What follows belongs to an exercise in optimizing a design on an open flow for small area, a short achievable clock period and few clock cycles; a production flow would make more cautious choices. At most, simulation tests tie the RTL to the original design; equivalence was not proved. Function not checked in runs 1, 2 and 6: the RTL went through the layout flow alone. Power and IR drop assume default switching activity.

**design/flow/config.mk**
```make
export PLATFORM = sky130hd
export DESIGN_NAME = mxenc
export DESIGN_NICKNAME = mxenc
export VERILOG_FILES = /design/flow/design.v
export SDC_FILE = /design/flow/constraint.sdc
export NUM_CORES = 8
export LEC_CHECK = 0
export CAP_MARGIN = 20
export CORE_MARGIN = 2
export CORE_UTILIZATION = 70
export CTS_BUF_LIST = sky130_fd_sc_hd__clkbuf_16 sky130_fd_sc_hd__clkbuf_8
export CTS_CLUSTER_DIAMETER = 50
export CTS_CLUSTER_SIZE = 16
export PLACE_DENSITY = 0.8
export SLEW_MARGIN = 20
export SYNTH_HIERARCHICAL = 0
```
**design/flow/constraint.sdc**
```tcl
create_clock -name core_clock -period 24.0 [get_ports {clk}]
set_input_delay 4.8000 -clock core_clock [delete_from_list [all_inputs] [get_ports {clk}]]
set_output_delay 4.8000 -clock core_clock [all_outputs]
set_load 0.01 [all_outputs]
```
**design/flow/design.v**
```verilog
module mx_src_pack (
    input  wire [31:0] x,
    output wire [17:0] p,
    output wire [4:0]  lz       
);
    wire [7:0]  e = x[30:23];
    wire [22:0] f = x[22:0];
    wire        e_max  = &e;
    wire        e_zero = ~|e;
    wire        f_zero = ~|f;
    wire        z16 = ~|f[22:7];
    wire [22:0] s1  = z16 ? {f[6:0], 16'b0} : f;
    wire        z8  = ~|s1[22:15];
    wire [22:0] s2  = z8 ? {s1[14:0], 8'b0} : s1;
    wire        z4  = ~|s2[22:19];
    wire [22:0] s3  = z4 ? {s2[18:0], 4'b0} : s2;
    wire        z2  = ~|s3[22:21];
    wire [22:0] s4  = z2 ? {s3[20:0], 2'b0} : s3;
    wire        z1  = ~s4[22];
    wire [22:0] s5  = z1 ? {s4[21:0], 1'b0} : s4;
    assign      lz  = {z16, z8, z4, z2, z1};
    reg [8:0] xe;
    reg [7:0] fr;
    always @(*) begin
        if (e_max) begin
            xe = f_zero ? 9'h1FF : 9'h1FE;
            fr = {7'b0, ~f[22]};
        end else if (!e_zero) begin
            xe = {1'b0, e} + 9'd23;
            fr = {f[22:16], |f[15:0]};
        end else if (!f_zero) begin
            xe = 9'd23 - {4'b0, lz};
            fr = {s5[21:15], |s5[14:0]};
        end else begin
            xe = 9'd0;
            fr = 8'd0;
        end
    end
    assign p = {x[31], xe, fr};
endmodule
module mx_enc_align (
    input  wire [17:0] p,
    input  wire [2:0]  fsel,
    input  wire [8:0]  kb,
    input  wire [8:0]  kt,
    output wire        s,
    output wire [1:0]  cls,       
    output wire [7:0]  pre,
    output wire        g,
    output wire        st
);
    reg [2:0] mb;
    always @(*) begin
        case (fsel)
            3'd0: mb = 3'd3;
            3'd1: mb = 3'd2;
            3'd2: mb = 3'd2;
            3'd3: mb = 3'd3;
            3'd4: mb = 3'd1;
            default: mb = 3'd6;
        endcase
    end
    wire [8:0] xe = p[16:8];
    wire [7:0] fr = p[7:0];
    assign s   = p[17];
    assign cls = (xe == 9'd0) ? 2'd1 : (xe[8:1] == 8'hFF) ? {1'b1, ~xe[0]} : 2'd0;
    wire [9:0] d    = {1'b0, xe} - {1'b0, kb};
    wire       dneg = d[9];
    wire [9:0] tr   = {1'b0, kt} - {1'b0, xe};
    wire [3:0] t    = !dneg ? (4'd8 - {1'b0, mb}) :
                      (tr[9:4] != 6'd0 || tr[3:0] > 4'd10) ? 4'd10 : tr[3:0];
    wire [18:0] w = {1'b1, fr, 10'b0} >> t;
    wire [7:0]  n = w[17:10];
    assign g  = w[9];
    assign st = |w[8:0];
    wire [4:0] eb1  = d[4:0] + 5'd1;
    wire [7:0] mask = ~(8'hFF << mb);
    assign pre = dneg ? n : ((({3'b0, eb1}) << mb) | (n & mask));
endmodule
module mx_enc_round (
    input  wire        s,
    input  wire [1:0]  cls,
    input  wire [7:0]  pre,
    input  wire        g,
    input  wire        st,
    input  wire [2:0]  fsel,
    input  wire        rtz,
    input  wire        nan_inf,
    output reg  [7:0]  code,
    output reg         f_of,
    output reg         f_uf,
    output reg         f_nx
);
    reg [6:0] maxcode;
    reg [2:0] wm1;
    reg       is_int;
    always @(*) begin
        is_int = 1'b0;
        case (fsel)
            3'd0: begin maxcode = 7'h7E; wm1 = 3'd7; end
            3'd1: begin maxcode = 7'h7B; wm1 = 3'd7; end
            3'd2: begin maxcode = 7'h1F; wm1 = 3'd5; end
            3'd3: begin maxcode = 7'h1F; wm1 = 3'd5; end
            3'd4: begin maxcode = 7'h07; wm1 = 3'd3; end
            default: begin maxcode = 7'h7F; wm1 = 3'd7; is_int = 1'b1; end
        endcase
    end
    wire       inc  = !rtz && g && (st || pre[0]);
    wire [7:0] cm   = pre + {7'b0, inc};
    wire       ovf  = cm > {1'b0, maxcode};
    wire       zr   = (cm == 8'd0);
    wire [7:0] sgn = {7'b0, s} << wm1;
    wire [7:0] sat = is_int ? (s ? 8'h81 : 8'h7F) : (sgn | {1'b0, maxcode});
    wire [7:0] int_code = s ? (8'd0 - cm) : cm;
    always @(*) begin
        code = 8'h00;
        f_of = 1'b0;
        f_uf = 1'b0;
        f_nx = 1'b0;
        case (cls)
            2'd3: code = (fsel == 3'd0) ? 8'h7F : (fsel == 3'd1) ? 8'h7E : 8'h00;
            2'd2: begin
                if (nan_inf && fsel == 3'd1) begin
                    code = sgn | 8'h7C;
                end else begin
                    f_of = 1'b1;
                    f_nx = 1'b1;
                    code = (nan_inf && fsel == 3'd0) ? (sgn | 8'h7F) : sat;
                end
            end
            2'd1: code = is_int ? 8'h00 : sgn;
            default: begin
                if (ovf) begin
                    f_of = 1'b1;
                    f_nx = 1'b1;
                    if (nan_inf && !rtz)
                        code = (fsel == 3'd0) ? (sgn | 8'h7F) : (sgn | 8'h7C);
                    else
                        code = sat;
                end else begin
                    f_nx = g || st;
                    f_uf = zr;
                    code = is_int ? int_code : (sgn | cm);
                end
            end
        endcase
    end
endmodule
module mxenc (
    input  wire         clk,
    input  wire         rst,           
    input  wire         in_valid,
    output wire         in_ready,
    input  wire [31:0]  in_data,       
    input  wire [3:0]   in_fmt,        
    input  wire [3:0]   in_ctl,        
    output reg          out_valid,
    input  wire         out_ready,
    output reg  [7:0]   out_scale,
    output wire [255:0] out_data,
    output reg  [3:0]   out_flags,     
    output reg          out_err        
);
    reg         in_ready_r;
    assign in_ready = in_ready_r;
    wire in_fire = in_valid && in_ready_r && !rst;
    reg [31:0] i0_d;
    reg [3:0]  i0_fmt, i0_ctl;
    reg        i0_v;
    always @(posedge clk) begin
        if (in_fire) begin
            i0_d   <= in_data;
            i0_fmt <= in_fmt;
            i0_ctl <= in_ctl;
        end
    end
    wire [17:0] c0;
    wire [4:0]  c0_lz;
    mx_src_pack u_pack (.x(i0_d), .p(c0), .lz(c0_lz));
    reg [5:0] i0_cfg;
    always @(*) begin
        i0_cfg[2:0] = 3'd0;
        i0_cfg[5]   = 1'b0;
        case (i0_fmt)
            4'h4: i0_cfg[2:0] = 3'd0;
            4'h5: i0_cfg[2:0] = 3'd1;
            4'h6: i0_cfg[2:0] = 3'd2;
            4'h7: i0_cfg[2:0] = 3'd3;
            4'h8: i0_cfg[2:0] = 3'd4;
            4'h9: i0_cfg[2:0] = 3'd5;
            default: i0_cfg[5] = 1'b1;
        endcase
        if (i0_ctl > 4'd3) i0_cfg[5] = 1'b1;
        if (i0_ctl[0] && !(i0_fmt == 4'h4 || i0_fmt == 4'h5)) i0_cfg[5] = 1'b1;
        i0_cfg[4] = i0_ctl[1];
        i0_cfg[3] = i0_ctl[0];
    end
    reg [4:0]  h;                   
    reg [17:0] ring [0:31];
    reg [4:0]  wcnt;                
    reg [4:0]  dcnt;                
    reg        wm;                  
    reg        dm;                  
    reg        dpend;               
    reg        pd;                  
    wire        stall;
    wire        stall_n;            
    wire        drain  = pd && !stall;
    wire        wr     = i0_v && wm && (!dpend || (wcnt < dcnt) || drain);
    wire [4:0]  h1     = h + 5'd1;
    wire        wlast  = wr && (wcnt == 5'd31);
    integer ri;
    always @(posedge clk) begin
        for (ri = 0; ri < 31; ri = ri + 1)
            ring[ri] <= ring[ri + 1];
        ring[31] <= wr ? c0 : ring[0];
    end
    wire [7:0] c0_e    = i0_d[30:23];
    wire       c0_norm = (c0_e != 8'h00) && (c0_e != 8'hFF);
    wire       c0_sub  = (c0_e == 8'h00) && (i0_d[22:0] != 23'd0);
    wire       c0_nan  = (c0[16:8] == 9'h1FE);
    reg  [7:0] lead_e;              
    reg  [4:0] lead_lz;             
    reg        any_nan, any_snan;
    reg  [5:0] cfg_blk;
    wire dpend_n = wlast || (dpend && !(drain && dcnt == 5'd31));
    wire dm_n    = wlast || drain || (h1 == dcnt);
    wire wm_n    = wr || (h1 == wcnt);
    wire i0_v_n  = (i0_v && !wr) || in_fire;
    always @(posedge clk) begin
        if (rst) begin
            i0_v       <= 1'b0;
            in_ready_r <= 1'b1;
            h          <= 5'd31;
            wcnt       <= 5'd0;
            wm         <= 1'b0;
        end else begin
            i0_v <= i0_v_n;
            h    <= h1;
            wm   <= wm_n;
            if (wr) wcnt <= wcnt + 5'd1;
            in_ready_r <= !i0_v_n || (wm_n && (!dpend_n || (dpend_n && dm_n && !stall_n)));
        end
        if (wr) begin
            if (wcnt == 5'd0) begin
                lead_e   <= c0_norm ? c0_e : 8'd0;
                lead_lz  <= c0_sub ? c0_lz : 5'd31;
                any_nan  <= c0_nan;
                any_snan <= c0_nan && c0[0];
                cfg_blk  <= i0_cfg;
            end else begin
                if (c0_norm && c0_e > lead_e) lead_e <= c0_e;
                if (c0_sub && c0_lz < lead_lz) lead_lz <= c0_lz;
                any_nan  <= any_nan  || c0_nan;
                any_snan <= any_snan || (c0_nan && c0[0]);
            end
        end
    end
    always @(posedge clk) begin
        if (rst) begin
            dpend <= 1'b0;
            dcnt  <= 5'd0;
            dm    <= 1'b0;
            pd    <= 1'b0;
        end else begin
            dpend <= dpend_n;
            dm    <= dm_n;
            pd    <= dpend_n && dm_n;
            if (wlast) dcnt <= 5'd0;
            else if (drain) dcnt <= dcnt + 5'd1;
        end
    end
    wire [2:0] b_fsel = cfg_blk[2:0];
    reg  [4:0] b_emax;
    reg  [4:0] b_memin;             
    always @(*) begin
        case (b_fsel)
            3'd0: begin b_emax = 5'd8;  b_memin = 5'd6;  end
            3'd1: begin b_emax = 5'd15; b_memin = 5'd14; end
            3'd2: begin b_emax = 5'd4;  b_memin = 5'd2;  end
            3'd3: begin b_emax = 5'd2;  b_memin = 5'd0;  end
            3'd4: begin b_emax = 5'd2;  b_memin = 5'd0;  end
            default: begin b_emax = 5'd0; b_memin = 5'd0; end
        endcase
    end
    wire [8:0] sc_raw   = {1'b0, lead_e} - {4'b0, b_emax};
    wire [7:0] b_scale  = (lead_e != 8'd0) ? (sc_raw[8] ? 8'd0 : sc_raw[7:0]) :
                          (lead_lz != 5'd31) ? 8'd0 : 8'd127;
    wire [8:0] b_kb     = {1'b0, b_scale} + 9'd23 - {4'b0, b_memin};
    reg  [3:0] b_mbc;               
    always @(*) begin
        case (b_fsel)
            3'd0, 3'd3: b_mbc = 4'd5;
            3'd1, 3'd2: b_mbc = 4'd6;
            3'd4:       b_mbc = 4'd7;
            default:    b_mbc = 4'd2;
        endcase
    end
    wire [8:0] b_kt     = b_kb + {5'b0, b_mbc};
    wire       b_err    = cfg_blk[5];
    wire       b_nanblk = any_nan && (b_fsel != 3'd0) && (b_fsel != 3'd1);
    reg  [2:0] a_fsel;
    reg        a_rtz, a_naninf, a_err, a_nanblk, a_snan;
    reg  [8:0] a_kb, a_kt;
    reg  [2:0] r_fsel;
    reg        r_rtz, r_naninf, r_zero;
    reg  [1:0] r_wsel;              
    always @(posedge clk) begin
        if (drain && dcnt == 5'd0) begin
            a_fsel   <= b_fsel;
            a_rtz    <= cfg_blk[4];
            a_naninf <= cfg_blk[3];
            a_err    <= b_err;
            a_nanblk <= b_nanblk;
            a_snan   <= any_snan;
            a_kb     <= b_kb;
            a_kt     <= b_kt;
        end
    end
    reg        d1_v;
    reg [17:0] d1_p;
    wire       d1_first = (dcnt == 5'd1);
    wire       d1_last  = (dcnt == 5'd0);
    wire [1:0] d1_idx2  = dcnt[1:0] - 2'd1;
    always @(posedge clk) begin
        if (rst) d1_v <= 1'b0;
        else if (!stall) d1_v <= drain;
        if (!stall) d1_p <= ring[0];
    end
    wire       al_s, al_g, al_st;
    wire [1:0] al_cls;
    wire [7:0] al_pre;
    mx_enc_align u_align (
        .p(d1_p), .fsel(a_fsel), .kb(a_kb), .kt(a_kt),
        .s(al_s), .cls(al_cls), .pre(al_pre), .g(al_g), .st(al_st)
    );
    reg        d2_v;
    reg        d2_s, d2_g, d2_st;
    reg [1:0]  d2_cls;
    reg [7:0]  d2_pre;
    reg [1:0]  d2_idx;
    reg        d2_first, d2_last;
    reg  [4:0] a_memin;
    always @(*) begin
        case (a_fsel)
            3'd0: a_memin = 5'd6;
            3'd1: a_memin = 5'd14;
            3'd2: a_memin = 5'd2;
            default: a_memin = 5'd0;
        endcase
    end
    wire [7:0] a_scale = a_kb[7:0] - 8'd23 + {3'b0, a_memin};
    always @(posedge clk) begin
        if (rst) d2_v <= 1'b0;
        else if (!stall) d2_v <= d1_v;
        if (!stall) begin
            d2_s     <= al_s;
            d2_g     <= al_g;
            d2_st    <= al_st;
            d2_cls   <= al_cls;
            d2_pre   <= al_pre;
            d2_idx   <= d1_idx2;
            d2_first <= d1_first;
            d2_last  <= d1_last;
            if (d1_v && d1_first) begin
                r_fsel   <= a_fsel;
                r_rtz    <= a_rtz;
                r_naninf <= a_naninf;
                r_zero   <= a_err || a_nanblk;
                r_wsel   <= a_err ? 2'd0 : (a_fsel == 3'd2 || a_fsel == 3'd3) ? 2'd1 :
                            (a_fsel == 3'd4) ? 2'd2 : 2'd0;
            end
        end
    end
    wire [7:0] e_code;
    wire       e_of, e_uf, e_nx;
    mx_enc_round u_round (
        .s(d2_s), .cls(d2_cls), .pre(d2_pre), .g(d2_g), .st(d2_st),
        .fsel(r_fsel), .rtz(r_rtz), .nan_inf(r_naninf),
        .code(e_code), .f_of(e_of), .f_uf(e_uf), .f_nx(e_nx)
    );
    wire [7:0] code = r_zero ? 8'd0 : e_code;
    reg  [2:0] facc;                
    wire [2:0] fl_now = d2_first ? {e_of, e_uf, e_nx} : (facc | {e_of, e_uf, e_nx});
    reg [247:0] o;
    reg [7:0]   t;
    assign out_data = {t, o};
    reg [7:0] acc;                  
    reg       emit;
    reg [7:0] byte_in;
    always @(*) begin
        case (r_wsel)
            2'd1: begin
                emit = (d2_idx != 2'd0);
                case (d2_idx)
                    2'd1: byte_in = {code[1:0], acc[5:0]};
                    2'd2: byte_in = {code[3:0], acc[3:0]};
                    default: byte_in = {code[5:0], acc[1:0]};
                endcase
            end
            2'd2: begin
                emit    = d2_idx[0];
                byte_in = {code[3:0], acc[3:0]};
            end
            default: begin
                emit    = !d2_first;
                byte_in = acc;
            end
        endcase
    end
    assign stall = out_valid && d2_v && emit;
    wire take  = d2_v && !stall;
    wire shift = take && emit;
    wire   out_valid_n = (out_valid && !out_ready) || (take && d2_last);
    assign stall_n = out_valid_n && (stall ? emit : (d1_v && !d1_first));
    always @(posedge clk) begin
        if (take) begin
            facc <= fl_now;
            case (r_wsel)
                2'd1: case (d2_idx)
                    2'd0: acc <= {2'b0, code[5:0]};
                    2'd1: acc <= {4'b0, code[5:2]};
                    2'd2: acc <= {6'b0, code[5:4]};
                    default: ;
                endcase
                2'd2: acc <= {4'b0, code[3:0]};
                default: acc <= code;
            endcase
            if (d2_last) t <= (r_wsel == 2'd0) ? code : 8'd0;
        end
        if (shift) begin
            o[239:0]   <= o[247:8];
            o[247:240] <= (r_wsel == 2'd0) ? byte_in : 8'd0;
            if (r_wsel == 2'd1) o[191:184] <= byte_in;
            if (r_wsel == 2'd2) o[127:120] <= byte_in;
        end
    end
    always @(posedge clk) begin
        if (rst) begin
            out_valid <= 1'b0;
        end else begin
            if (out_valid && out_ready) out_valid <= 1'b0;
            if (take && d2_last) begin
                out_valid      <= 1'b1;
                out_flags[2:0] <= r_zero ? 3'd0 : fl_now;
            end
        end
        if (take && d2_idx == 2'd1) begin
            out_scale    <= a_err ? 8'd0 : a_nanblk ? 8'hFF : a_scale;
            out_err      <= a_err;
            out_flags[3] <= a_snan && !a_err;
        end
    end
endmodule
```
**design/flow/flow/run.sh**
```bash
#!/bin/bash
# The standard layout, with the port buffers built from plain buffers
# (buf_2) instead of the cell buffer_ports picks by itself.
set -euo pipefail
export BUFFER_PORTS_ARGS="-buffer_cell sky130_fd_sc_hd__buf_2"
bash standard.sh > standard.log 2>&1
```
**design/flow/standard.sh**
```bash
#!/bin/bash
# synth_recipe.tcl (not shown) runs the flow's synth.tcl, then flattens the netlist and writes it again
# the make line also repeats each setting of config.mk as NAME=value (left out here)
make -C /OpenROAD-flow-scripts/flow DESIGN_CONFIG=/design/flow/config.mk WORK_HOME=/design/flow/orfs CLKGATE_MAP_FILE= SYNTH_SCRIPT=/design/flow/synth_recipe.tcl "${@:-finish}"
```
==> results of run 1 <==
==> cells by family (layout without fill, tap and decap cells) <==
group,Yosys count,after routing,synth area share
flip-flops,1009,1009,0.764
AND/OR/NAND/NOR,465,465,0.0709
AO/OA/AOI/OAI,362,362,0.0753
buffers and inverters,156,555,0.0195
adder cells (fa/ha/maj),97,97,0.0396
XOR/XNOR,67,67,0.0185
multiplexers,36,36,0.0117
other,0,1,0
==> cell type report <==
type | instances | area [sq um]
sequential | 1009 | 24300
fill | 2321 | 8730
multi-input combinational | 1027 | 6880
clock buffer | 84 | 2080
timing repair buffer | 324 | 1650
tap | 600 | 751
inverter | 108 | 408
clock inverter | 39 | 288
antenna | 1 | 2.50
==> sequential cells by signal, indices dropped and copies added, names as in the netlist, 3 cells and up <==
name	flops
lead_lz	5
a_kb	9
out_flags	4
i0_fmt	4
o	248
r_fsel	3
a_kt	9
t	8
i0_ctl	4
dcnt	5
a_fsel	3
acc	8
d1_p	18
d2_pre	8
facc	3
h	5
wcnt	5
ring	576
out_scale	8
lead_e	8
i0_d	32
cfg_blk	6
==> power by group through the flow <==
stage / sequential (mW) / clock (mW) / combinational (mW)
6_report: 1.82 / 1.23 / 0.0606
5_1_grt: 1.82 / 1.30 / 0.0657
4_1_cts: 1.82 / 1.24 / 0.0594
3_5_place_dp: 1.86 / 0 / 0.0573
3_3_place_gp: 1.85 / 0 / 0.0555
2_1_floorplan: 1.85 / 0 / 0.0415
==> layout by cell type, fill, tap and decap left out, drive strengths merged, types with 9 or more instances in the layout <==
| master | count |
|---|---|
| nor3 | 20 |
| nand4 | 21 |
| a21oi | 107 |
| and2 | 31 |
| a21o | 24 |
| o21ai | 80 |
| ha | 90 |
| o221ai | 9 |
| nor4 | 10 |
| mux2 | 10 |
| clkbuf | 84 |
| a2111oi | 9 |
| dfxtp | 599 |
| edfxtp | 410 |
| nor2 | 143 |
| or3 | 11 |
| inv | 138 |
| nand2 | 107 |
| o211ai | 10 |
| nor2b | 18 |
| nand3 | 38 |
| buf | 324 |
| o22ai | 15 |
| or2 | 17 |
| xnor2 | 41 |
| nand2b | 15 |
| xor2 | 26 |
| mux2i | 26 |
| and3 | 12 |
| a31oi | 13 |
| o21a | 14 |
==> how the worst max path moves through the flow <==
| stage | from | to | cells past startpoint |
|---|---|---|---|
| after floorplan | r_wsel[1]$_SDFFCE_PP0P_ | o[0]$_DFFE_PP_ | 6 |
| after global placement | rst | in_ready_r$_SDFF_PP1_ | 5 |
| after detailed placement | rst | in_ready_r$_SDFF_PP1_ | 5 |
| after CTS | o[193]$_DFFE_PP_ | out_data[193] | 1 |
| after global routing | out_valid$_SDFFE_PP0P_ | out_valid | 1 |
| final | out_valid$_SDFFE_PP0P_ | out_valid | 1 |
==> through the flow <==
step	setup slack, ns	cell area (sq um)	hold WS (ns)	power, mW	utilization
CTS	17.83	36400	0.320	3.12	0.806
global route	17.81	36400	0.318	3.18	0.806
detailed placement	17.49	34000	0.312	1.91	0.754
floorplan	11.73	31800	0.310	1.89	-
finish	17.84	36400	0.313	3.11	0.806
global placement	17.56	34000	0.310	1.91	0.754
==> routing by layer <==
metal / vias up / routed length [microns]
li1: 8495 / -
met2: 1208 / 38000
met3: 275 / 5850
met4: 4 / 3640
met5: - / 27
met1: 9177 / 27100
==> results.yml, run 1 <==
power:
  leakage_nw: 14.3
  seqPwrFrac: 0.585
  powerDensity_nw_per_um2: 85.5
  p_clk_frac: 0.395
  comb_power_share: 0.020
  switching_power_mw: 0.643
  p_sw_frac: 0.207
  internal_power_mw: 2.46
  peakVddDrop_mv: 0.102
synthesis:
  synth_top_cell_by_area: "edfxtp_1"
  ys_ff_latch: 1009
  ys_types: 90
  synth.most_common_cell: "dfxtp_1"
  synth_warnings: 5
  synthArstFlopShare: 0
  synth_fp_nets: 2332
  yosys-top-cells-count: "dfxtp_1 (599), edfxtp_1 (410), nor2_1 (143)"
  ys_top_cells_by_area: "edfxtp_1 (39%), dfxtp_1 (38%), ha_1 (3.5%)"
  netlist_area_sq_um: 31800
  seq_area_frac_synth: 0.764
  syn_inst: 2192
  synth_edf_count: 410
  post_synth.cell_area_avg_sq_um: 14.5
  synth.top_cell.area_share: 0.387
  synth_top_flop_cell: "dfxtp_1"
cts:
  cts_hold_buf: 0
  ctsResizeCount: 0
  cts_max_level: 3
  cts_buffers: 77
  clock-sinks: 1009
  clk_pin_slew_ns: 0.07
  cts_max_path_buffers: 3
  root_buffer: "clkbuf_16"
  clk_latency_ns: 0.63
  cts_setup_buffers: 0
  cts_tree: "built"
route:
  routed_via_density: 6.00
  firstDrtPassIters: 6
  ant_nets: 0
  drc: 0
  vias: 19159
  routed_wl_microns: 74600
  drt_iter0_markers: 1898
  detail_route.wl_per_cell_microns: 23.4
die:
  fp.dieH_microns: 217
  rows: 78
  die_x_microns: 217
  core_area_sq_um: 45100
  dieArea_sq_um: 47100
  initial_utilization: 0.705
  io_pins: 315
global_routing:
  antenna_found_initial: 4
  grt_max_degree: 90
  grt_use_met1: 0.382
  grt-ovfl-total: 0
  grt_pass1_vias: 18956
  grt.met2_usage: 0.560
  grt_first_pass_wirelength_microns: 113000
  grtUsageTotal: 0.318
  met3_usage: 0.0621
  busiest_layer: "met2"
critical_path:
  cp.buffers_inverters: 1
  slowest_stage: "dfxtp_1"
  cp.required_ns: 19.20
  rr_startpoint: "r_wsel[0]$_SDFFCE_PP0P_"
  reg2reg_slack_ns: 18.09
  slowest_delay_ns: 0.53
  cp_top_family: "flip-flops"
  regToRegEndpoint: "ring[31][5]$_DFF_P_"
  path_cells: "buf_2"
  crit_fanout: 4
  end_kind: "primary output"
  reg2regPathDepth: 13
  worstSetupPathType: "flop to primary output"
  start_kind: "flop"
  cp.arrival_ns: 1.36
placement:
  place_inst: 3068
  dp_hpwl_microns: 48100
  gp_congestion: 0.918
  port_buffers: 314
min_path:
  holdPathEnd: "ring[8][7]$_DFF_P_"
  hold_depth: 0
  hold_start: "ring[9][7]$_DFF_P_"
  hold_path_class: "flop to flop"
sta:
  min_period_ns: 6.16
  hold_violations: 0
  slew_headroom: 0.257
  finalSetupViolations: 0
  max_freq_mhz: 162
  worst_slew_pin_slew_ns: 1.11
  slew_violations: 0
  finClkSkew_ns: 0.0252
  rsz0062_at_grt: "false"
  finalCritPeriodShare: 0.257
  finalSetupTns_ns: 0
finish:
  drive_gt1_frac: 0.180
  areaGrowthSynthToFinish_pct: 14.4
  layout.nets: 2687
  stdcell_count: 3192
run_status:
  outcome: "finished clean"
run:
  maxCapViolations: 0
==> inputs of run 2 (changes only) <==
--- a/design/flow/design.v
+++ b/design/flow/design.v
@@ -222,5 +222,10 @@
     reg  [7:0] lead_e;              
-    reg  [4:0] lead_lz;             
-    reg        any_nan, any_snan;
+    reg        any_sub, any_nan, any_snan;
     reg  [5:0] cfg_blk;
+    wire       wfirst     = (wcnt == 5'd0);
+    wire [7:0] lead_e_w   = (c0_norm && (wfirst || c0_e > lead_e)) ? c0_e :
+                            wfirst ? 8'd0 : lead_e;
+    wire       any_sub_w  = c0_sub || (!wfirst && any_sub);
+    wire       any_nan_w  = c0_nan || (!wfirst && any_nan);
+    wire       any_snan_w = (c0_nan && c0[0]) || (!wfirst && any_snan);
     wire dpend_n = wlast || (dpend && !(drain && dcnt == 5'd31));
@@ -244,14 +249,7 @@
         if (wr) begin
-            if (wcnt == 5'd0) begin
-                lead_e   <= c0_norm ? c0_e : 8'd0;
-                lead_lz  <= c0_sub ? c0_lz : 5'd31;
-                any_nan  <= c0_nan;
-                any_snan <= c0_nan && c0[0];
-                cfg_blk  <= i0_cfg;
-            end else begin
-                if (c0_norm && c0_e > lead_e) lead_e <= c0_e;
-                if (c0_sub && c0_lz < lead_lz) lead_lz <= c0_lz;
-                any_nan  <= any_nan  || c0_nan;
-                any_snan <= any_snan || (c0_nan && c0[0]);
-            end
+            lead_e   <= lead_e_w;
+            any_sub  <= any_sub_w;
+            any_nan  <= any_nan_w;
+            any_snan <= any_snan_w;
+            if (wfirst) cfg_blk <= i0_cfg;
         end
@@ -285,5 +283,5 @@
     end
-    wire [8:0] sc_raw   = {1'b0, lead_e} - {4'b0, b_emax};
-    wire [7:0] b_scale  = (lead_e != 8'd0) ? (sc_raw[8] ? 8'd0 : sc_raw[7:0]) :
-                          (lead_lz != 5'd31) ? 8'd0 : 8'd127;
+    wire [8:0] sc_raw   = {1'b0, lead_e_w} - {4'b0, b_emax};
+    wire [7:0] b_scale  = (lead_e_w != 8'd0) ? (sc_raw[8] ? 8'd0 : sc_raw[7:0]) :
+                          any_sub_w ? 8'd0 : 8'd127;
     wire [8:0] b_kb     = {1'b0, b_scale} + 9'd23 - {4'b0, b_memin};
@@ -300,3 +298,3 @@
     wire       b_err    = cfg_blk[5];
-    wire       b_nanblk = any_nan && (b_fsel != 3'd0) && (b_fsel != 3'd1);
+    wire       b_nanblk = any_nan_w && (b_fsel != 3'd0) && (b_fsel != 3'd1);
     reg  [2:0] a_fsel;
@@ -308,3 +306,3 @@
     always @(posedge clk) begin
-        if (drain && dcnt == 5'd0) begin
+        if (wlast) begin
             a_fsel   <= b_fsel;
@@ -314,3 +312,3 @@
             a_nanblk <= b_nanblk;
-            a_snan   <= any_snan;
+            a_snan   <= any_snan_w;
             a_kb     <= b_kb;
@@ -319,12 +317,2 @@
     end
-    reg        d1_v;
-    reg [17:0] d1_p;
-    wire       d1_first = (dcnt == 5'd1);
-    wire       d1_last  = (dcnt == 5'd0);
-    wire [1:0] d1_idx2  = dcnt[1:0] - 2'd1;
-    always @(posedge clk) begin
-        if (rst) d1_v <= 1'b0;
-        else if (!stall) d1_v <= drain;
-        if (!stall) d1_p <= ring[0];
-    end
     wire       al_s, al_g, al_st;
@@ -333,3 +321,3 @@
     mx_enc_align u_align (
-        .p(d1_p), .fsel(a_fsel), .kb(a_kb), .kt(a_kt),
+        .p(ring[0]), .fsel(a_fsel), .kb(a_kb), .kt(a_kt),
         .s(al_s), .cls(al_cls), .pre(al_pre), .g(al_g), .st(al_st)
@@ -354,3 +342,3 @@
         if (rst) d2_v <= 1'b0;
-        else if (!stall) d2_v <= d1_v;
+        else if (!stall) d2_v <= drain;
         if (!stall) begin
@@ -361,6 +349,6 @@
             d2_pre   <= al_pre;
-            d2_idx   <= d1_idx2;
-            d2_first <= d1_first;
-            d2_last  <= d1_last;
-            if (d1_v && d1_first) begin
+            d2_idx   <= dcnt[1:0];
+            d2_first <= (dcnt == 5'd0);
+            d2_last  <= (dcnt == 5'd31);
+            if (drain && dcnt == 5'd0) begin
                 r_fsel   <= a_fsel;
@@ -414,3 +402,3 @@
     wire   out_valid_n = (out_valid && !out_ready) || (take && d2_last);
-    assign stall_n = out_valid_n && (stall ? emit : (d1_v && !d1_first));
+    assign stall_n = out_valid_n && (stall ? emit : (drain && dcnt != 5'd0));
     always @(posedge clk) begin
==> design/flow/config.mk (replaced) <==
export PLATFORM = sky130hd
export DESIGN_NAME = mxenc
export DESIGN_NICKNAME = mxenc
export VERILOG_FILES = /design/flow/design.v
export SDC_FILE = /design/flow/constraint.sdc
export NUM_CORES = 8
export LEC_CHECK = 0
export CAP_MARGIN = 20
export CORE_MARGIN = 2
export CORE_UTILIZATION = 55
export CTS_BUF_LIST = sky130_fd_sc_hd__clkbuf_8
export CTS_CLUSTER_DIAMETER = 40
export CTS_CLUSTER_SIZE = 12
export PLACE_DENSITY = 0.65
export SLEW_MARGIN = 20
export SYNTH_HIERARCHICAL = 0
==> results.yml, run 2 <==
run_status:
  outcome: "finished clean"
sta:
  finalCritPeriodShare: 0.267
  min_period_ns: 6.40
  whs_ns: 0.317
  rsz0062_at_grt: "false"
  finalSetupViolations: 0
  finClkSkew_ns: 0.0273
  slew_headroom: 0.316
  slew_violations: 0
  max_freq_mhz: 156
  worst_slew_pin_slew_ns: 1.02
  finalSetupTns_ns: 0
  hold_violations: 0
cts:
  clk_latency_ns: 0.72
  cts_tree: "built"
  cts_max_path_buffers: 3
  cts_buffers: 115
  cts_max_level: 3
  clock-sinks: 986
  root_buffer: "clkbuf_8"
  cts_hold_buf: 0
  clk_pin_slew_ns: 0.07
  ctsResizeCount: 0
  cts_setup_buffers: 0
critical_path:
  path_cells: "ha_1 > nand4_1 > nor3_1 > a211oi_1 > and2_1 > a22oi_1 > ha_1 > fa_1 > nor2b_1 > o21ai_0 > nand2b_1 > a211oi_1 > o21ai_0 > ha_1 > ha_1 > a21o_1 > a21oi_1 > inv_1 > a21oi_1 > nand2_4 > or3_1 > a21oi_2 > xor2_1"
  worstSetupPathType: "flop to flop"
  crit_fanout: 9
  slowest_stage: "a211oi_1"
  rr_startpoint: "i0_d[28]$_DFFE_PP_"
  regToRegEndpoint: "a_kt[8]$_DFFE_PP_"
  slowest_delay_ns: 0.70
  cp.required_ns: 24.46
  reg2regPathDepth: 23
  start_kind: "flop"
  crit_path_frequent_cell: "ha_1"
  reg2reg_slack_ns: 17.60
  cp.arrival_ns: 6.86
  end_kind: "flop"
die:
  dieArea_sq_um: 58300
  die_x_microns: 241
  rows: 87
  initial_utilization: 0.553
  fp.dieH_microns: 241
  io_pins: 315
  core_area_sq_um: 56100
synthesis:
  synth_top_family_by_area: "compound AO/OA/AOI/OAI gates"
  post_synth.cell_area_avg_sq_um: 14.6
  synth_top_cell_by_area: "dfxtp_1"
  synth.most_common_cell: "dfxtp_1"
  syn_inst: 2123
  yosys-top-cells-count: "dfxtp_1 (598), edfxtp_1 (388), nor2_1 (119)"
  synth_warnings: 6
  synth_fp_nets: 2261
  ys_top_cells_by_area: "dfxtp_1 (39%), edfxtp_1 (38%), ha_1 (3.6%)"
  seq_area_frac_synth: 0.762
  ys_types: 92
  synth_fa_ha_area_frac: 0.0394
  ys_ff_latch: 986
  synthArstFlopShare: 0
  synth.top_cell.area_share: 0.386
  synthMuxAreaShare: 0.0156
  synth-simple-area-share: 0.0629
  synth_xor_area_frac: 0.0200
  synth_edf_count: 388
  synth_top_flop_cell: "dfxtp_1"
  synth_compound_area_frac: 0.0798
  netlist_area_sq_um: 31000
min_path:
  hold_depth: 0
  hold_start: "ring[3][8]$_DFF_P_"
  hold_path_class: "flop to flop"
  holdPathEnd: "ring[2][8]$_DFF_P_"
finish:
  layout_common_cells: "dfxtp_1 (598), edfxtp_1 (388), buf_2 (314), clkbuf_8 (125), inv_1 (124)"
  top_regs: "ring x576, o x248, i0_d x32"
  largest_register_ffs: 576
  areaGrowthSynthToFinish_pct: 15.3
  num_antenna_cells: 0
  final_area_sq_um: 35700
  final_common_cell: "dfxtp_1"
  regMostFlops: "ring"
  fillers: 4173
  drive_gt1_frac: 0.211
  layout.nets: 2648
route:
  drc: 0
  firstDrtPassIters: 7
  ant_nets: 0
  drt_iter0_markers: 1119
  vias: 17276
  detail_route.wl_per_cell_microns: 17.5
  routed_wl_microns: 58500
  routed_via_density: 5.17
power:
  seqPwrFrac: 0.590
  p_sw_frac: 0.212
  leakage_nw: 14.1
  internal_power_mw: 2.36
  peakVddDrop_mv: 0.0625
  switching_power_mw: 0.637
  p_clk_frac: 0.382
  comb_power_share: 0.028
  powerDensity_nw_per_um2: 84.0
global_routing:
  grt_max_degree: 96
  grt_first_pass_wirelength_microns: 90100
  grt_pass1_vias: 16696
  grt-ovfl-total: 0
  grtUsageTotal: 0.198
  antenna_found_initial: 0
placement:
  gp_congestion: 0.866
  placed_cell_area_sq_um: 33400
  dp_hpwl_microns: 40900
  port_buffers: 314
run:
  maxCapViolations: 0
## run 2: cell families (layout without fill, tap and decap cells)
family	count (synthesis)	after routing
flip-flops	986	986
AND/OR/NAND/NOR	397	397
AO/OA/AOI/OAI	369	369
buffers and inverters	161	625
adder cells (fa/ha/maj)	94	94
XOR/XNOR	70	70
multiplexers	46	46
## run 2: how the worst max path moves through the flow
stage,end,slack [ns],startpoint,depth (start not counted)
6_report,a_kt[8]$_DFFE_PP_,17.60,i0_d[28]$_DFFE_PP_,23
3_5_place_dp,in_ready_r$_SDFF_PP1_,17.48,rst,5
4_1_cts,a_kt[8]$_DFFE_PP_,17.62,i0_d[28]$_DFFE_PP_,25
5_1_grt,a_kt[8]$_DFFE_PP_,16.93,i0_d[28]$_DFFE_PP_,25
3_3_place_gp,i0_d[28]$_DFFE_PP_,17.55,rst,3
2_1_floorplan,o[0]$_DFFE_PP_,11.61,r_wsel[0]$_SDFFCE_PP0P_,6
## run 2: stage by stage
| step | setup WS (ns) | util | total power [mW] | std cells |
|---|---|---|---|---|
| after floorplan | 11.61 | - | 1.87 | 2123 |
| after global placement | 17.55 | 0.595 | 1.89 | 3149 |
| after detailed placement | 17.48 | 0.595 | 1.89 | 3149 |
| after CTS | 17.62 | 0.637 | 3.04 | 3343 |
| after global routing | 16.93 | 0.637 | 3.12 | 3343 |
| final | 17.60 | 0.637 | 3.00 | 3343 |
## run 2: final cells by class
| class | instances | area, sq um | area share |
|---|---|---|---|
| inverters | 107 | 409 | 0.0115 |
| well taps | 756 | 946 | 0.0265 |
| flip-flops and latches | 986 | 23600 | 0.661 |
| clock buffers | 125 | 1720 | 0.0482 |
| repair buffers | 324 | 1650 | 0.0462 |
| multi-input cells | 976 | 6760 | 0.189 |
| clock inverters | 69 | 616 | 0.0172 |
## run 2: per-layer routing
metal / vias to the layer above / global-route usage / routed length (microns)
li1: 8355 / - / -
met2: 640 / 0.318 / 27100
met1: 8157 / 0.265 / 25700
met4: 0 / 0.0673 / 1480
met3: 124 / 0.0473 / 4170
met5: - / 0 / 0
## run 2: power groups by stage
stage / logic, mW / registers, mW / clock network [mW]
floorplan: 0.0636 / 1.80 / 0
global placement: 0.0807 / 1.81 / 0
detailed placement: 0.0827 / 1.81 / 0
CTS: 0.0833 / 1.77 / 1.19
global route: 0.0932 / 1.77 / 1.25
finish: 0.0825 / 1.77 / 1.15
## run 2: critical path, delay by kind of cell (launching register included)
kind | cells | cell delay [ns]
AOI/OAI and AO/OA | 9 | 2.39
and+or+nand+nor | 7 | 1.64
adders and majority gates | 5 | 1.45
DFF | 1 | 0.52
xor gates and xnor gates | 1 | 0.08
buffers and inverters | 1 | 0.06
==> inputs of run 3 (changes only) <==
--- a/design/flow/design.v
+++ b/design/flow/design.v
@@ -2,4 +2,3 @@
     input  wire [31:0] x,
-    output wire [17:0] p,
-    output wire [4:0]  lz       
+    output wire [17:0] p
 );
@@ -20,3 +19,3 @@
     wire [22:0] s5  = z1 ? {s4[21:0], 1'b0} : s4;
-    assign      lz  = {z16, z8, z4, z2, z1};
+    wire [4:0]  lz  = {z16, z8, z4, z2, z1};
     reg [8:0] xe;
@@ -44,3 +43,2 @@
     input  wire [8:0]  kb,
-    input  wire [8:0]  kt,
     output wire        s,
@@ -68,5 +66,6 @@
     wire       dneg = d[9];
-    wire [9:0] tr   = {1'b0, kt} - {1'b0, xe};
-    wire [3:0] t    = !dneg ? (4'd8 - {1'b0, mb}) :
-                      (tr[9:4] != 6'd0 || tr[3:0] > 4'd10) ? 4'd10 : tr[3:0];
+    wire [3:0] dn   = 4'd0 - d[3:0];
+    wire [3:0] r    = !dneg ? 4'd0 : (d[9:3] != 7'h7F) ? 4'd8 : dn;
+    wire [4:0] t0   = {2'b0, 3'd0 - mb} + {1'b0, r};
+    wire [3:0] t    = (t0 > 5'd10) ? 4'd10 : t0[3:0];
     wire [18:0] w = {1'b1, fr, 10'b0} >> t;
@@ -177,4 +176,3 @@
     wire [17:0] c0;
-    wire [4:0]  c0_lz;
-    mx_src_pack u_pack (.x(i0_d), .p(c0), .lz(c0_lz));
+    mx_src_pack u_pack (.x(i0_d), .p(c0));
     reg [5:0] i0_cfg;
@@ -287,12 +285,2 @@
     wire [8:0] b_kb     = {1'b0, b_scale} + 9'd23 - {4'b0, b_memin};
-    reg  [3:0] b_mbc;               
-    always @(*) begin
-        case (b_fsel)
-            3'd0, 3'd3: b_mbc = 4'd5;
-            3'd1, 3'd2: b_mbc = 4'd6;
-            3'd4:       b_mbc = 4'd7;
-            default:    b_mbc = 4'd2;
-        endcase
-    end
-    wire [8:0] b_kt     = b_kb + {5'b0, b_mbc};
     wire       b_err    = cfg_blk[5];
@@ -301,3 +289,3 @@
     reg        a_rtz, a_naninf, a_err, a_nanblk, a_snan;
-    reg  [8:0] a_kb, a_kt;
+    reg  [8:0] a_kb;
     reg  [2:0] r_fsel;
@@ -314,3 +302,2 @@
             a_kb     <= b_kb;
-            a_kt     <= b_kt;
         end
@@ -321,3 +308,3 @@
     mx_enc_align u_align (
-        .p(ring[0]), .fsel(a_fsel), .kb(a_kb), .kt(a_kt),
+        .p(ring[0]), .fsel(a_fsel), .kb(a_kb),
         .s(al_s), .cls(al_cls), .pre(al_pre), .g(al_g), .st(al_st)
--- a/design/flow/config.mk
+++ b/design/flow/config.mk
@@ -11,4 +11,4 @@
 export CTS_BUF_LIST = sky130_fd_sc_hd__clkbuf_8
-export CTS_CLUSTER_DIAMETER = 40
-export CTS_CLUSTER_SIZE = 12
+export CTS_CLUSTER_DIAMETER = 50
+export CTS_CLUSTER_SIZE = 16
 export PLACE_DENSITY = 0.65
==> results.yml, run 3 <==
die:
  io_pins: 315
  fp.dieH_microns: 239
  core_area_sq_um: 55000
  initial_utilization: 0.555
  dieArea_sq_um: 57300
  die_x_microns: 239
  rows: 86
global_routing:
  grt_first_pass_wirelength_microns: 90800
  antenna_found_initial: 3
  grt_pass1_vias: 16431
  grt-ovfl-total: 0
  grtUsageTotal: 0.205
  grt_max_degree: 94
cts:
  root_buffer: "clkbuf_8"
  clk_pin_slew_ns: 0.10
  cts_setup_buffers: 0
  clock-sinks: 977
  cts_tree: "built"
  cts_hold_buf: 0
  cts_buffers: 82
  cts_max_path_buffers: 3
  clk_latency_ns: 0.70
  cts_max_level: 3
  ctsResizeCount: 0
sta:
  finalSetupViolations: 0
  worst_slew_pin_slew_ns: 0.990
  finalSetupTns_ns: 0
  max_freq_mhz: 163
  slew_headroom: 0.339
  rsz0062_at_grt: "false"
  min_period_ns: 6.15
  slew_violations: 0
  setup_ws_ns: 17.85
  finClkSkew_ns: 0.0394
  hold_violations: 0
  finalCritPeriodShare: 0.256
  whs_ns: 0.311
synthesis:
  synth_warnings: 6
  synth_top_cell_by_area: "dfxtp_1"
  synth.top_cell.area_share: 0.393
  post_synth.cell_area_avg_sq_um: 14.6
  synth_top_flop_cell: "dfxtp_1"
  synth_fp_nets: 2222
  synth.most_common_cell: "dfxtp_1"
  yosys-top-cells-count: "dfxtp_1 (598), edfxtp_1 (379), nor2_1 (122)"
  syn_inst: 2094
  netlist_area_sq_um: 30500
  ys_top_cells_by_area: "dfxtp_1 (39%), edfxtp_1 (37%), ha_1 (3.2%)"
  ys_ff_latch: 977
  ys_types: 90
  synth_edf_count: 379
  seq_area_frac_synth: 0.766
  synthArstFlopShare: 0
critical_path:
  regToRegEndpoint: "a_kb[7]$_DFFE_PP_"
  rr_startpoint: "i0_d[24]$_DFFE_PP_"
  reg2reg_slack_ns: 18.11
  slowest_delay_ns: 0.46
  cp.required_ns: 19.20
  slowest_stage: "edfxtp_1"
  worstSetupPathType: "flop to primary output"
  start_kind: "flop"
  path_cells: "buf_2"
  cp_top_family: "flip-flops"
  crit_fanout: 2
  reg2regPathDepth: 22
  end_kind: "primary output"
  cp.buffers_inverters: 1
  cp.depth: 1
  cp.arrival_ns: 1.35
power:
  peakVddDrop_mv: 0.0664
  power_mw: 2.71
  leakage_nw: 13.5
  powerDensity_nw_per_um2: 78.9
min_path:
  holdPathEnd: "ring[1][17]$_DFF_P_"
  hold_start: "ring[2][17]$_DFF_P_"
  hold_depth: 0
  hold_path_class: "flop to flop"
finish:
  stdcell_count: 3238
  layout.nets: 2573
  drive_gt1_frac: 0.193
  areaGrowthSynthToFinish_pct: 12.8
  top_regs: "ring x576, o x248, i0_d x32"
  largest_register_ffs: 576
  regMostFlops: "ring"
  final_common_cell: "dfxtp_1"
  layout_common_cells: "dfxtp_1 (598), edfxtp_1 (379), buf_2 (314), nor2_1 (121), nand2_1 (114)"
placement:
  dp_hpwl_microns: 41900
  gp_congestion: 0.861
  place_inst: 3109
  port_buffers: 314
  pre_cts_ws_ns: 17.49
route:
  ant_nets: 0
  drt_iter0_markers: 1040
  firstDrtPassIters: 5
  routed_wl_microns: 59300
  routed_via_density: 5.23
  detail_route.wl_per_cell_microns: 18.3
  vias: 16929
  drc: 0
run:
  maxCapViolations: 0
run_status:
  outcome: "finished clean"
[run 3: cell count changes after synthesis, moves of 6 or more]
cell	delta
o211ai_1	-6
o21ai_1	+7
nand2_1	+15
nor3_1	-8
o21ai_0	-18
edfxtp_1	-9
inv_1	-8
ha_1	-9
mux2_2	-8
a2111oi_0	-6
[run 3: worst reg2reg max path: stages, from the launching register on]
cell      delay [ns]
edfxtp_1        0.48
ha_1            0.35
nor2b_1         0.14
o21a_1          0.18
o21a_1          0.18
o21ai_0         0.36
a31oi_1         0.39
a22oi_1         0.34
ha_1            0.18
inv_1           0.05
fa_1            0.40
a21o_1          0.17
a21oi_1         0.17
nor2b_1         0.31
o21a_1          0.25
o21ai_0         0.10
ha_1            0.29
ha_1            0.21
fa_1            0.40
a21o_1          0.17
a21oi_1         0.21
o21ai_0         0.14
xor2_1          0.17
[run 3: cells by family (layout without fill, tap and decap cells)]
family          after synthesis  after routing  share of synthesized area
other cells                   0              2                          0
simple gates                430            430                     0.0689
buf+inv                     150            544                     0.0200
fa+ha+maj                    84             84                     0.0357
mux                          38             38                     0.0131
flops                       977            977                      0.766
xor+xnor                     66             66                     0.0190
compound gates              349            349                     0.0775
[run 3: final cells by class]
class / count / area [sq um]
Fill cell: 4247 / 20600
Tap cell: 748 / 936
Clock inverter: 40 / 380
Clock buffer: 87 / 1200
Antenna cell: 2 / 5.00
Timing Repair Buffer: 317 / 1600
Inverter: 100 / 378
Sequential cell: 977 / 23400
Multi-Input combinational cell: 967 / 6550
[run 3: power by group]
part / internal, mW / switching [mW] / leakage, nW
Combinational: 0.0275 / 0.0370 / 4.33
Sequential: 1.74 / 0.0115 / 8.31
Clock: 0.374 / 0.528 / 0.839
Total: 2.14 / 0.576 / 13.5
[run 3: stage by stage]
stage                     area, sq um   util
final                           34400  0.625
after global routing            34400  0.625
after CTS                       34400  0.625
after detailed placement        32800  0.597
after global placement          32800  0.597
after floorplan                 30500      -
[run 3: metal layers]
metal | track usage | routed length, microns | up-vias
met2 | 0.332 | 27600 | 519
met4 | 0.0729 | 1550 | 2
met1 | 0.271 | 26000 | 8169
met3 | 0.0502 | 4130 | 106
li1 | - | - | 8133
met5 | 0 | 13 | -
[run 3: worst max-delay path by stage]
stage | from | end | slack [ns]
2_1_floorplan | r_wsel[0]$_SDFFCE_PP0P_ | o[0]$_DFFE_PP_ | 11.62
3_3_place_gp | rst | in_ready_r$_SDFF_PP1_ | 17.56
3_5_place_dp | rst | in_ready_r$_SDFF_PP1_ | 17.49
4_1_cts | o[103]$_DFFE_PP_ | out_data[103] | 17.77
5_1_grt | i0_d[24]$_DFFE_PP_ | a_kb[7]$_DFFE_PP_ | 17.54
6_report | o[198]$_DFFE_PP_ | out_data[198] | 17.85
Testbench counts of run 3, summed over its fixed seeds: cycles 12,568.
==> inputs of run 4 (changes only) <==
--- a/design/flow/config.mk
+++ b/design/flow/config.mk
@@ -11,4 +11,4 @@
 export CTS_BUF_LIST = sky130_fd_sc_hd__clkbuf_8
-export CTS_CLUSTER_DIAMETER = 50
-export CTS_CLUSTER_SIZE = 16
+export CTS_CLUSTER_DIAMETER = 60
+export CTS_CLUSTER_SIZE = 20
 export PLACE_DENSITY = 0.65
==> results.yml, run 4 <==
sta:
  finalCritPeriodShare: 0.258
  finalSetupTns_ns: 0
  finClkSkew_ns: 0.0454
  min_period_ns: 6.19
  finalSetupViolations: 0
  max_freq_mhz: 162
  worst_slew_pin_slew_ns: 0.995
  whs_ns: 0.301
  slew_violations: 0
  rsz0062_at_grt: "false"
  hold_violations: 0
  slew_headroom: 0.335
die:
  fp.dieH_microns: 239
  rows: 86
  io_pins: 315
  initial_utilization: 0.555
  die_x_microns: 239
  core_area_sq_um: 55000
  dieArea_sq_um: 57300
critical_path:
  cp.depth: 1
  slowest_stage: "edfxtp_1"
  cp.required_ns: 19.20
  cp.buffers_inverters: 1
  worstSetupPathType: "flop to primary output"
  cp_top_family: "flip-flops"
  reg2regPathDepth: 22
  regToRegEndpoint: "a_kb[7]$_DFFE_PP_"
  end_kind: "primary output"
  crit_fanout: 2
  start_kind: "flop"
  cp-endpoint: "out_data[132]"
  slowest_delay_ns: 0.48
  rr_startpoint: "i0_d[24]$_DFFE_PP_"
  crit_start: "o[132]$_DFFE_PP_"
  path_cells: "buf_2"
  reg2reg_slack_ns: 18.14
  cp.arrival_ns: 1.39
route:
  drc: 0
  drt_iter0_markers: 1005
  detail_route.wl_per_cell_microns: 18.3
  firstDrtPassIters: 6
  routed_via_density: 5.26
  routed_wl_microns: 58700
  vias: 16822
  ant_nets: 0
synthesis:
  ys_top_cells_by_area: "dfxtp_1 (39%), edfxtp_1 (37%), ha_1 (3.2%)"
  ys_ff_latch: 977
  synth_fp_nets: 2222
  seq_area_frac_synth: 0.766
  yosys-top-cells-count: "dfxtp_1 (598), edfxtp_1 (379), nor2_1 (122)"
  syn_inst: 2094
  synthArstFlopShare: 0
  netlist_area_sq_um: 30500
  ys_types: 90
  post_synth.cell_area_avg_sq_um: 14.6
  synth_edf_count: 379
  synth_top_cell_by_area: "dfxtp_1"
  synth_top_flop_cell: "dfxtp_1"
  synth_warnings: 6
  synth.top_cell.area_share: 0.393
  synth.most_common_cell: "dfxtp_1"
placement:
  gp_congestion: 0.861
  port_buffers: 314
  placed_cell_area_sq_um: 32800
  place_inst: 3109
  dp_hpwl_microns: 41900
finish:
  layout_common_cells: "dfxtp_1 (598), edfxtp_1 (379), buf_2 (314), nor2_1 (121), nand2_1 (114)"
  final_area_sq_um: 33900
  final_util: 0.617
  final_common_cell: "dfxtp_1"
  regMostFlops: "ring"
  layout.nets: 2550
  top_regs: "ring x576, o x248, i0_d x32"
  multi_input_area_sq_um: 6550
  drive_gt1_frac: 0.180
  fillers: 4283
  regArea_sq_um: 23400
  largest_register_ffs: 576
  stdcell_count: 3199
  areaGrowthSynthToFinish_pct: 11.2
global_routing:
  grtUsageTotal: 0.202
  grt_first_pass_wirelength_microns: 89900
  grt-ovfl-total: 0
  grt_pass1_vias: 16195
  grt_max_degree: 94
  antenna_found_initial: 2
power:
  p_sw_frac: 0.206
  peakVddDrop_mv: 0.0607
  leakage_nw: 13.2
  seqPwrFrac: 0.683
  powerDensity_nw_per_um2: 75.5
  internal_power_mw: 2.03
  p_clk_frac: 0.292
  comb_power_share: 0.025
  switching_power_mw: 0.527
cts:
  cts_setup_buffers: 0
  clock-sinks: 977
  ctsResizeCount: 0
  cts_max_level: 2
  clk_latency_ns: 0.72
  cts_max_path_buffers: 3
  root_buffer: "clkbuf_8"
  clk_pin_slew_ns: 0.11
  cts_hold_buf: 0
  cts_tree: "built"
  cts_buffers: 59
min_path:
  hold_path_class: "flop to flop"
  hold_depth: 0
run:
  maxCapViolations: 0
run_status:
  outcome: "finished clean"
run 4: cell counts after synthesis:
No cell type changed its count.
run 4: worst min path at each step:
stage                              start              endpoint  slack [ns]
finish               ring[11][6]$_DFF_P_   ring[10][6]$_DFF_P_        0.30
floorplan             ring[1][0]$_DFF_P_    ring[0][0]$_DFF_P_        0.31
global route         ring[31][5]$_DFF_P_   ring[30][5]$_DFF_P_        0.31
global placement      ring[9][3]$_DFF_P_    ring[8][3]$_DFF_P_        0.31
detailed placement  ring[22][15]$_DFF_P_  ring[21][15]$_DFF_P_        0.31
CTS                  ring[31][5]$_DFF_P_   ring[30][5]$_DFF_P_        0.31
run 4: logic make-up after synthesis:
logic type,after synthesis,synth area share
buffers and inverters,150,0.0200
AND/OR/NAND/NOR,430,0.0689
adder cells (fa/ha/maj),84,0.0357
flip-flops,977,0.766
multiplexers,38,0.0131
XOR/XNOR,66,0.0190
AO/OA/AOI/OAI,349,0.0775
run 4: power by group through the flow:
stage / Clock (mW) / Sequential (mW) / Combinational, mW
floorplan: 0 / 1.78 / 0.0487
global placement: 0 / 1.79 / 0.0626
detailed placement: 0 / 1.79 / 0.0642
CTS: 0.780 / 1.75 / 0.0646
global route: 0.837 / 1.75 / 0.0727
finish: 0.748 / 1.75 / 0.0644
run 4: layout make-up:
type                    count  area share
flip-flops and latches    977       0.689
multi-input cells         967       0.193
repair buffers            317      0.0471
well taps                 748      0.0276
clock buffers              60      0.0244
inverters                 100      0.0111
clock inverters            29     0.00808
diodes                      1   0.0000738
run 4: per-stage QoR:
stage	setup WS (ns)	power [mW]
after floorplan	11.62	1.83
final	17.81	2.56
after CTS	17.74	2.59
after detailed placement	17.49	1.85
after global placement	17.56	1.85
after global routing	17.56	2.66
run 4: metal layers:
metal | share of wire | vias to the layer above | GRT usage
met1 | 0.44 | 8154 | 0.272
met5 | 0.00022 | - | 0
met2 | 0.46 | 506 | 0.329
met3 | 0.069 | 91 | 0.0408
li1 | - | 8069 | -
met4 | 0.026 | 2 | 0.0678
==> inputs of run 5 (changes only) <==
--- a/design/flow/config.mk
+++ b/design/flow/config.mk
@@ -11,4 +11,4 @@
 export CTS_BUF_LIST = sky130_fd_sc_hd__clkbuf_8
-export CTS_CLUSTER_DIAMETER = 60
-export CTS_CLUSTER_SIZE = 20
+export CTS_CLUSTER_DIAMETER = 40
+export CTS_CLUSTER_SIZE = 12
 export PLACE_DENSITY = 0.65
==> results.yml, run 5 <==
run_status:
  outcome: "finished clean"
finish:
  layout_common_cells: "dfxtp_1 (598), edfxtp_1 (379), buf_2 (314), clkbuf_8 (122), nor2_1 (121)"
  regArea_sq_um: 23400
  top_regs: "ring x576, o x248, i0_d x32"
  final_common_cell: "dfxtp_1"
  fillers: 4187
  regMostFlops: "ring"
  multi_input_area_sq_um: 6550
  layout.nets: 2606
  areaGrowthSynthToFinish_pct: 15.0
  largest_register_ffs: 576
  final_util: 0.638
  drive_gt1_frac: 0.210
synthesis:
  post_synth.cell_area_avg_sq_um: 14.6
  synthMuxAreaShare: 0.0131
  synth_compound_area_frac: 0.0775
  netlist_area_sq_um: 30500
  synth_edf_count: 379
  synth_top_family_by_area: "compound AO/OA/AOI/OAI gates"
  ys_ff_latch: 977
  seq_area_frac_synth: 0.766
  synth_warnings: 6
  synth_fa_ha_area_frac: 0.0357
  ys_types: 90
  syn_inst: 2094
  synth_top_flop_cell: "dfxtp_1"
  ys_top_cells_by_area: "dfxtp_1 (39%), edfxtp_1 (37%), ha_1 (3.2%)"
  yosys-top-cells-count: "dfxtp_1 (598), edfxtp_1 (379), nor2_1 (122)"
  synth.most_common_cell: "dfxtp_1"
  synth_xor_area_frac: 0.0190
  synth.top_cell.area_share: 0.393
  synthArstFlopShare: 0
  synth-simple-area-share: 0.0689
  synth_top_cell_by_area: "dfxtp_1"
  synth_fp_nets: 2222
critical_path:
  reg2reg_slack_ns: 18.12
  start_kind: "flop"
  cp_top_family: "flip-flops"
  end_kind: "primary output"
  slowest_stage: "edfxtp_1"
  rr_startpoint: "i0_d[24]$_DFFE_PP_"
  cp.buffers_inverters: 1
  cp.depth: 1
  cp.arrival_ns: 1.37
  crit_fanout: 2
  path_cells: "buf_2"
  slowest_delay_ns: 0.46
  cp.required_ns: 19.20
  reg2regPathDepth: 22
  worstSetupPathType: "flop to primary output"
  regToRegEndpoint: "a_kb[7]$_DFFE_PP_"
route:
  routed_wl_microns: 59700
  drc: 0
  detail_route.wl_per_cell_microns: 18.1
  vias: 17144
  met3_length_microns: 4290
  wl_met1_microns: 26300
  routed_via_density: 5.20
  ant_nets: 0
  firstDrtPassIters: 6
  drt_iter0_markers: 977
  dr_wl_met2_microns: 27600
  top_layer: "met5"
global_routing:
  grt_first_pass_wirelength_microns: 91700
  grtUsageTotal: 0.207
  grt-ovfl-total: 0
  antenna_found_initial: 3
  grt_max_degree: 94
  grt_pass1_vias: 16747
sta:
  finalCritPeriodShare: 0.257
  min_period_ns: 6.17
  max_freq_mhz: 162
  rsz0062_at_grt: "false"
  worst_slew_pin_slew_ns: 1.02
  slew_violations: 0
  finalSetupViolations: 0
  finClkSkew_ns: 0.0393
  finalSetupTns_ns: 0
  whs_ns: 0.303
  hold_violations: 0
  slew_headroom: 0.319
cts:
  cts_max_level: 3
  cts_max_path_buffers: 3
  clk_pin_slew_ns: 0.08
  cts_buffers: 115
  root_buffer: "clkbuf_8"
  clk_latency_ns: 0.73
  clock-sinks: 977
  cts_setup_buffers: 0
  ctsResizeCount: 0
  cts_tree: "built"
  cts_hold_buf: 0
min_path:
  hold_start: "ring[30][2]$_DFF_P_"
  holdPathEnd: "ring[29][2]$_DFF_P_"
  hold_path_class: "flop to flop"
  hold_depth: 0
die:
  die_x_microns: 239
  rows: 86
  dieArea_sq_um: 57300
  io_pins: 315
  initial_utilization: 0.555
  fp.dieH_microns: 239
  core_area_sq_um: 55000
placement:
  gp_congestion: 0.861
  port_buffers: 314
  dp_hpwl_microns: 41900
power:
  powerDensity_nw_per_um2: 83.3
  peakVddDrop_mv: 0.0806
  power_mw: 2.92
  leakage_nw: 13.9
run:
  maxCapViolations: 0
==> run 5: layer usage <==
layer / vias up / track usage
li1: 8237 / -
met1: 8254 / 0.274
met2: 554 / 0.331
met3: 97 / 0.0537
met4: 2 / 0.0718
met5: - / 0
==> run 5: worst max-delay path by stage <==
stage	start	to	slack, ns
after CTS	o[103]$_DFFE_PP_	out_data[103]	17.75
final	o[134]$_DFFE_PP_	out_data[134]	17.83
after detailed placement	rst	in_ready_r$_SDFF_PP1_	17.49
after global routing	i0_d[24]$_DFFE_PP_	a_kb[7]$_DFFE_PP_	17.53
after floorplan	r_wsel[0]$_SDFFCE_PP0P_	o[0]$_DFFE_PP_	11.62
after global placement	rst	in_ready_r$_SDFF_PP1_	17.56
==> run 5: layout make-up <==
cell class / instances / share of cell area
sequential: 977 / 0.666
multi-input combinational: 967 / 0.187
clock buffer: 122 / 0.0479
timing repair buffer: 317 / 0.0456
tap: 748 / 0.0267
clock inverter: 67 / 0.0161
inverter: 100 / 0.0108
antenna: 2 / 0.000143
==> run 5: power breakdown <==
group	total [mW]	internal (mW)	switching [mW]
registers	1.75	1.74	0.0114
logic	0.0645	0.0275	0.0370
clock network	1.11	0.522	0.585
==> run 5: kinds of logic (layout without fill, tap and decap cells) <==
| group | after synthesis | in the layout |
|---|---|---|
| other | 0 | 2 |
| AO/OA/AOI/OAI | 349 | 349 |
| flip-flops | 977 | 977 |
| adder cells (fa/ha/maj) | 84 | 84 |
| XOR/XNOR | 66 | 66 |
| multiplexers | 38 | 38 |
| AND/OR/NAND/NOR | 430 | 430 |
| buffers and inverters | 150 | 606 |
==> run 5: metrics by stage <==
step,setup slack (ns),cell area [sq um],cells
floorplan,11.62,30500,2094
global placement,17.56,32800,3109
detailed placement,17.49,32800,3109
CTS,17.75,35000,3298
global route,17.53,35100,3299
finish,17.83,35100,3300
==> inputs of run 6 (changes only) <==
--- a/design/flow/design.v
+++ b/design/flow/design.v
@@ -243,3 +243,3 @@
             wm   <= wm_n;
-            if (wr) wcnt <= wcnt + 5'd1;
+            if (wr) wcnt <= h1;             
             in_ready_r <= !i0_v_n || (wm_n && (!dpend_n || (dpend_n && dm_n && !stall_n)));
@@ -265,3 +265,3 @@
             if (wlast) dcnt <= 5'd0;
-            else if (drain) dcnt <= dcnt + 5'd1;
+            else if (drain) dcnt <= h1;     
         end
--- a/design/flow/config.mk
+++ b/design/flow/config.mk
@@ -11,4 +11,4 @@
 export CTS_BUF_LIST = sky130_fd_sc_hd__clkbuf_8
-export CTS_CLUSTER_DIAMETER = 40
-export CTS_CLUSTER_SIZE = 12
+export CTS_CLUSTER_DIAMETER = 50
+export CTS_CLUSTER_SIZE = 16
 export PLACE_DENSITY = 0.65
==> results.yml, run 6 <==
run_status:
  outcome: "finished clean"
sta:
  max_freq_mhz: 162
  slew_violations: 0
  finalSetupTns_ns: 0
  finalCritPeriodShare: 0.257
  hold_violations: 0
  setup_ws_ns: 17.82
  min_period_ns: 6.18
  finalSetupViolations: 0
  slew_headroom: 0.278
  whs_ns: 0.309
  rsz0062_at_grt: "false"
  finClkSkew_ns: 0.0324
  worst_slew_pin_slew_ns: 1.07
route:
  drc: 0
  detail_route.wl_per_cell_microns: 18.3
  ant_nets: 0
  vias: 16898
  drt_iter0_markers: 962
  routed_via_density: 5.28
  routed_wl_microns: 58700
  firstDrtPassIters: 5
global_routing:
  grt_pass1_vias: 16279
  grt_max_degree: 76
  grt-ovfl-total: 0
  grtUsageTotal: 0.203
  antenna_found_initial: 1
  grt_first_pass_wirelength_microns: 90600
synthesis:
  syn_inst: 2093
  synth_fp_nets: 2215
  synthArstFlopShare: 0
  synth_top_cell_by_area: "dfxtp_1"
  synth.most_common_cell: "dfxtp_1"
  ys_top_cells_by_area: "dfxtp_1 (39%), edfxtp_1 (37%), ha_1 (3.0%)"
  synth.top_cell.area_share: 0.394
  seq_area_frac_synth: 0.769
  synth_top_flop_cell: "dfxtp_1"
  synth_warnings: 6
  ys_ff_latch: 977
  synth_edf_count: 379
  yosys-top-cells-count: "dfxtp_1 (598), edfxtp_1 (379), nor2_1 (145)"
  post_synth.cell_area_avg_sq_um: 14.5
  ys_types: 91
  netlist_area_sq_um: 30400
finish:
  final_area_sq_um: 34300
  stdcell_count: 3199
  final_util: 0.626
  top_regs: "ring x576, o x248, i0_d x32"
  drive_gt1_frac: 0.194
  layout.nets: 2569
  areaGrowthSynthToFinish_pct: 13.1
  final_common_cell: "dfxtp_1"
  fillers: 4215
  regMostFlops: "ring"
  layout_common_cells: "dfxtp_1 (598), edfxtp_1 (379), buf_2 (314), nor2_1 (144), inv_1 (112)"
  largest_register_ffs: 576
  num_antenna_cells: 0
min_path:
  hold_depth: 0
  hold_path_class: "flop to flop"
die:
  die_x_microns: 239
  initial_utilization: 0.553
  fp.dieH_microns: 239
  io_pins: 315
  core_area_sq_um: 54900
  dieArea_sq_um: 57100
  rows: 86
critical_path:
  cp.depth: 1
  start_kind: "flop"
  crit_fanout: 2
  path_cells: "buf_2"
  cp.arrival_ns: 1.38
  slowest_stage: "edfxtp_1"
  cp_top_family: "flip-flops"
  worstSetupPathType: "flop to primary output"
  end_kind: "primary output"
  cp.buffers_inverters: 1
  reg2regPathDepth: 24
  slowest_delay_ns: 0.50
  cp.required_ns: 19.20
cts:
  cts_setup_buffers: 0
  clk_latency_ns: 0.69
  cts_hold_buf: 0
  cts_tree: "built"
  cts_max_level: 3
  cts_max_path_buffers: 3
  root_buffer: "clkbuf_8"
  clk_pin_slew_ns: 0.09
  cts_buffers: 82
  clock-sinks: 977
  ctsResizeCount: 0
placement:
  gp_congestion: 0.873
  placed_cell_area_sq_um: 32700
  pre_cts_ws_ns: 17.54
  place_inst: 3067
  dp_hpwl_microns: 41700
  port_buffers: 314
power:
  switching_power_mw: 0.584
  p_sw_frac: 0.211
  p_clk_frac: 0.338
  peakVddDrop_mv: 0.0651
  leakage_nw: 13.4
  internal_power_mw: 2.19
  comb_power_share: 0.029
  powerDensity_nw_per_um2: 80.7
  power_mw: 2.77
  seqPwrFrac: 0.633
run:
  maxCapViolations: 0
-- run 6: cell types whose count changed after synthesis, moves of 9 or more --
cell,change
a211oi_1,+9
mux2i_1,-11
nand2_1,-10
nand3_1,+10
nand4_1,-10
nor2_1,+23
xor2_1,-9
-- run 6: cell families (layout without fill, tap and decap cells) --
kind of cell               Yosys count  after routing  share of synthesized area
AOI/OAI and AO/OA                  352            352                     0.0788
xor gates and xnor gates            59             59                     0.0170
adders and majority gates           78             78                     0.0334
buffers and inverters              144            546                     0.0181
DFF                                977            977                      0.769
muxes                               27             27                    0.00964
and+or+nand+nor                    456            456                     0.0740
-- run 6: layout make-up --
class,instances,area (sq um),area share
clock buffers,86,1180,0.0345
repair buffers,320,1620,0.0471
well taps,704,881,0.0256
clock inverters,46,492,0.0143
inverters,94,353,0.0103
flip-flops and latches,977,23400,0.680
multi-input cells,972,6470,0.188
-- run 6: worst paths after layout --
check                                          from             endpoint  slack, ns
worst min-delay path            ring[15][7]$_DFF_P_  ring[14][7]$_DFF_P_       0.31
worst max register to register   i0_d[25]$_DFFE_PP_    a_kb[8]$_DFFE_PP_      17.87
worst max-delay path                o[94]$_DFFE_PP_         out_data[94]      17.82
worst min register to register  ring[15][7]$_DFF_P_  ring[14][7]$_DFF_P_       0.31
-- run 6: metal layers --
metal / global-route usage / wire, microns
met1: 0.281 / 26300
met2: 0.323 / 27100
met3: 0.0433 / 3820
met4: 0.0646 / 1450
met5: 0 / 0
-- run 6: power groups by stage --
stage | sequential, mW | combinational, mW | clock, mW
2_1_floorplan | 1.79 | 0.0596 | 0
3_3_place_gp | 1.79 | 0.0773 | 0
3_5_place_dp | 1.79 | 0.0791 | 0
4_1_cts | 1.76 | 0.0797 | 0.970
5_1_grt | 1.76 | 0.0891 | 1.03
6_report | 1.76 | 0.0791 | 0.938

## afterwards: timing with drivers on the ports
In the flow no input, the clock included, has a driving cell. The finished layouts below were timed again as built, in two steps. Step 1, drivers: a clkbuf_16 drives clk and a buf_2 each remaining input, both assumed. Step 2, shift: input delay + t, output delay - t, t = (earliest + latest rising clock arrival at the registers) / 2. This alone moves slack from input paths to output paths. Three values: ideal ports, drivers, drivers and shift; two values: the first two.
run	t, ns	setup WS [ns]	worst hold slack (ns)	clock arrival spread, ns
run 1	0.679	17.844 / 17.783 / 17.429	0.313 / 0.313 / 0.313	0.025 / 0.025
run 2	0.759	17.600 / 17.600 / 17.471	0.317 / 0.317 / 0.317	0.032 / 0.032
run 3	0.734	17.854 / 17.797 / 17.516	0.311 / 0.311 / 0.311	0.040 / 0.040
run 4	0.756	17.809 / 17.756 / 17.497	0.301 / 0.301 / 0.301	0.066 / 0.066
run 5	0.769	17.828 / 17.768 / 17.510	0.303 / 0.303 / 0.303	0.040 / 0.040
run 6	0.726	17.824 / 17.770 / 17.541	0.309 / 0.309 / 0.309	0.038 / 0.039
After both steps setup and hold are still met in every run listed. For run 1, which loses most, drivers alone change the setup slack by -0.061 ns; drivers and shift together by -0.415 ns.
